Source: an optimization exercise on an open RTL-to-GDS flow (aim: small area, a short achievable clock period and few clock cycles per item). Production flows keep margins and buffers that such runs may drop. At most, simulation tests tie the RTL to the original design; equivalence was not proved.

## run 1
Design kiln_pe, start of the top module:
module kiln_pe (
    input  wire        clk,
    input  wire        rst,           
    input  wire        in_valid,      
    input  wire        in_first,      
    input  wire        in_last,       
    input  wire [3:0]  fmt_a,
    input  wire [3:0]  fmt_b,
    input  wire [15:0] a,
    input  wire [15:0] b,
    input  wire [7:0]  scale_a,
    input  wire [7:0]  scale_b,
    input  wire [31:0] in_init,       
    output reg         out_valid,
    output wire [31:0] out_acc,
    output wire        out_knv,       
    output wire        out_kof,       
    output wire        out_iov        
);
Size in the first run: roughly 200 flip-flops, ~0.032 mm2 of cells after synthesis.
Settings: LEC_CHECK=0, ABC_AREA=1, CAP_MARGIN=20, CORE_MARGIN=2, CORE_UTILIZATION=40, SLEW_MARGIN=20; clock period 32.0 ns.
run.sh (not shown) runs the stock make flow with config.mk's settings and CLKGATE_MAP_FILE= SYNTH_SCRIPT=/design/flow/synth_recipe.tcl, a recipe that flattens the netlist after the stock synthesis.
Input-level comparison between run 2 and run 1:
Settings: ABC_AREA no longer set, was 1.
==> flow/flow/run.sh (new file) <==
#!/bin/bash
# The standard layout, with timing repair aiming for 23 ns of setup slack.
set -euo pipefail
bash standard.sh SETUP_SLACK_MARGIN=23 finish > standard.log 2>&1
==> flow/standard.sh (new file) <==
#!/bin/bash
# synth_recipe.tcl (not shown) runs the flow's synth.tcl, then flattens the netlist and writes it again
# the make line also repeats each setting of config.mk as NAME=value (left out here)
make -C /OpenROAD-flow-scripts/flow DESIGN_CONFIG=/design/flow/config.mk WORK_HOME=/design/flow/orfs CLKGATE_MAP_FILE= SYNTH_SCRIPT=/design/flow/synth_recipe.tcl "${@:-finish}"
removed: flow/run.sh
### Flow results
Run 2: hold slack 22 ps above run 1
Via count of the first global-routing pass, run 2 and run 1, higher one = run 2.
Run 1 leaves less setup margin than run 2.
Looking at sequential share of layout area across run 2 and run 1, the one that comes out higher is run 1.
Sink count of the clock tree: run 2 vs run 1 identical
In the tables for run 2 and run 1, distinct cell type count of the synthesized netlist reads higher with run 2.
Going from run 1 to run 2, clock network area share shows a reduction of 0.55 points.
Going from run 1 to run 2, half-perimeter wire length after detailed placement saw an increase; last weighted congestion value of the routability-driven placer fell by about 1.2%.
diff inputs: run 2 => run 3
Settings: changing SLEW_MARGIN from 20 to 80; changing CAP_MARGIN from 20 to 50; setting ABC_AREA to 1 for the first time.
==> flow/run.sh (new file) <==
#!/bin/bash
# synth_recipe.tcl (not shown) runs the flow's synth.tcl, then flattens the netlist and writes it again
# the make line also repeats each setting of config.mk as NAME=value (left out here)
make -C /OpenROAD-flow-scripts/flow DESIGN_CONFIG=/design/flow/config.mk WORK_HOME=/design/flow/orfs CLKGATE_MAP_FILE= SYNTH_SCRIPT=/design/flow/synth_recipe.tcl finish
removed: flow/flow/run.sh
removed: flow/standard.sh
## What came out
Run comparison: run 2 top routing layer in use met5; run 3 top routing layer in use met4. From run 2 to run 3 the numbers moved as follows: count of clock-buffer cells in the layout went down by 1, via count lower. Comparing run 2 and run 3, the lower growth of design area from synthesis to finish was measured on run 3.
For run 4, these inputs were changed with respect to run 3:
Settings: SLEW_MARGIN changed from 80 to 20; CAP_MARGIN changed from 50 to 20.
==> flow/flow/run.sh (new file) <==
#!/bin/bash
# The standard layout, with timing repair aiming for 23 ns of setup slack.
set -euo pipefail
bash standard.sh SETUP_SLACK_MARGIN=23 finish > standard.log 2>&1
==> flow/standard.sh (new file) <==
#!/bin/bash
# synth_recipe.tcl (not shown) runs the flow's synth.tcl, then flattens the netlist and writes it again
# the make line also repeats each setting of config.mk as NAME=value (left out here)
make -C /OpenROAD-flow-scripts/flow DESIGN_CONFIG=/design/flow/config.mk WORK_HOME=/design/flow/orfs CLKGATE_MAP_FILE= SYNTH_SCRIPT=/design/flow/synth_recipe.tcl "${@:-finish}"
removed: flow/run.sh
Notes after the runs:
Required time reported for the critical path endpoint: run 4 vs run 3, no meaningful difference
Against run 3, wire length of the first global-routing pass in run 4 came out worse.
Final-layout fill cell count (run 4 vs. run 3) decreases slightly
Compared with run 3, in run 4 hold slack comparable, slack of the worst reg-to-reg path rose by 1860 ps, total clock buffers created by CTS dropped 1.
Function was not checked in any run of this note: the RTL went through the layout flow alone.

========
kiln_pe, a different RTL version from the one above (not shown whole).
Size: ~200 flip-flops, about 0.033 mm^2 of cells after synthesis.
// kiln_pe
module kiln_pe (
    input  wire        clk,
    input  wire        rst,           
    input  wire        in_valid,      
    input  wire        in_first,      
    input  wire        in_last,       
    input  wire [3:0]  fmt_a,
    input  wire [3:0]  fmt_b,
    input  wire [15:0] a,
    input  wire [15:0] b,
    input  wire [7:0]  scale_a,
    input  wire [7:0]  scale_b,
    input  wire [31:0] in_init,       
    output reg         out_valid,
    output wire [31:0] out_acc,
    output wire        out_knv,       
    output wire        out_kof,       
    output wire        out_iov        
);
Settings: LEC_CHECK=0, ABC_AREA=1, CAP_MARGIN=20, CORE_MARGIN=2, CORE_UTILIZATION=40, SLEW_MARGIN=20; clock period 32.0 ns.
standard.sh (not shown) runs the stock make flow with config.mk's settings and CLKGATE_MAP_FILE= SYNTH_SCRIPT=/design/flow/synth_recipe.tcl, a recipe that flattens the netlist after the stock synthesis.
==> flow/flow/run.sh <==
#!/bin/bash
# The standard layout with these changes: SETUP_SLACK_MARGIN=23 'BUFFER_PORTS_ARGS=-buffer_cell sky130_fd_sc_hd__buf_2'
set -euo pipefail
bash standard.sh SETUP_SLACK_MARGIN=23 'BUFFER_PORTS_ARGS=-buffer_cell sky130_fd_sc_hd__buf_2' finish > standard.log 2>&1
Testbench counts at the start, summed over its fixed seeds: cycles 19,387, steps 19,363.
Edit:
==> flow/flow/run.sh (replaced) <==
#!/bin/bash
# The standard layout with these changes: ADDER_MAP_FILE= SETUP_SLACK_MARGIN=23 'BUFFER_PORTS_ARGS=-buffer_cell sky130_fd_sc_hd__buf_2'
set -euo pipefail
bash standard.sh ADDER_MAP_FILE= SETUP_SLACK_MARGIN=23 'BUFFER_PORTS_ARGS=-buffer_cell sky130_fd_sc_hd__buf_2' finish > standard.log 2>&1
The changed run finished clean.
Sequential share of layout area came out lower by 0.49 points.
Global-route usage came out higher by 4.4 points.
Worst setup slack is worse by 0.11 ns.
Via count went up by a quarter to a third.
Clock skew rises by 0.017 ns.
Critical path depth went down by 11.
Die area goes up by roughly a tenth.
Final cell count is higher by a quarter to a third.
Utilization decreases by 3.0 points.
Edit:
==> flow/flow/run.sh (replaced) <==
#!/bin/bash
# The standard layout, with timing repair aiming for 23 ns of setup slack.
set -euo pipefail
bash standard.sh SETUP_SLACK_MARGIN=23 finish > standard.log 2>&1
Critical path depth increases by 11.
Final cell count decreases by 20%.
Synthesized area decreases by 9.7%.
Worst setup slack improved by 0.073 ns.
Routed wire length decreases by 22%.
Design area decreases by 2.4%.
Edit:
==> flow/flow/run.sh (replaced) <==
#!/bin/bash
# The standard layout, with adders left to ABC (no full-adder cells), buf_4
# port buffers, and timing repair aiming for 24 ns of setup slack.
set -euo pipefail
bash standard.sh ADDER_MAP_FILE= SETUP_SLACK_MARGIN=24 'BUFFER_PORTS_ARGS=-buffer_cell sky130_fd_sc_hd__buf_4' finish > standard.log 2>&1
=> Setup slack improves by 1.1 ns.

==> what the ideal ports hide <==
No port has a modelled driver above. Below, the same layouts with a new extraction and two added sets of constraints. Step 1, drivers: a clkbuf_16 drives clk and a buf_2 each remaining input, both assumed. Step 2 times the ports against the registers' clock, not the clock port: input delays grow and output delays shrink by t, the midpoint of the rising clock arrivals with the driver on. a / b / c = ideal ports / drivers / drivers and shift; a / b = the first two.
| run | t (ns) | slack for setup (ns) | worst setup path after step 2 | cell pins on the clock port's net |
|---|---|---|---|---|
| run 1 | 0.633 | 19.723 / 19.723 / 19.723 | register to register | 1 |
| run 2 | 0.649 | 22.341 / 22.341 / 22.341 | register to register | 1 |
| run 3 | 0.645 | 21.091 / 21.091 / 21.091 | register to register | 1 |
| run 4 | 0.636 | 22.946 / 22.946 / 22.946 | register to register | 1 |
| the first run of note 2 | 0.627 | 23.411 / 23.411 / 23.411 | register to register | 1 |
| the second run of note 2 | 0.637 | 23.297 / 23.297 / 23.297 | register to register | 1 |
| the third run of note 2 | 0.621 | 23.370 / 23.370 / 23.370 | register to register | 1 |
| the fourth run of note 2 | 0.626 | 24.429 / 24.429 / 24.429 | register to register | 1 |
After both steps every run listed still meets setup and hold.
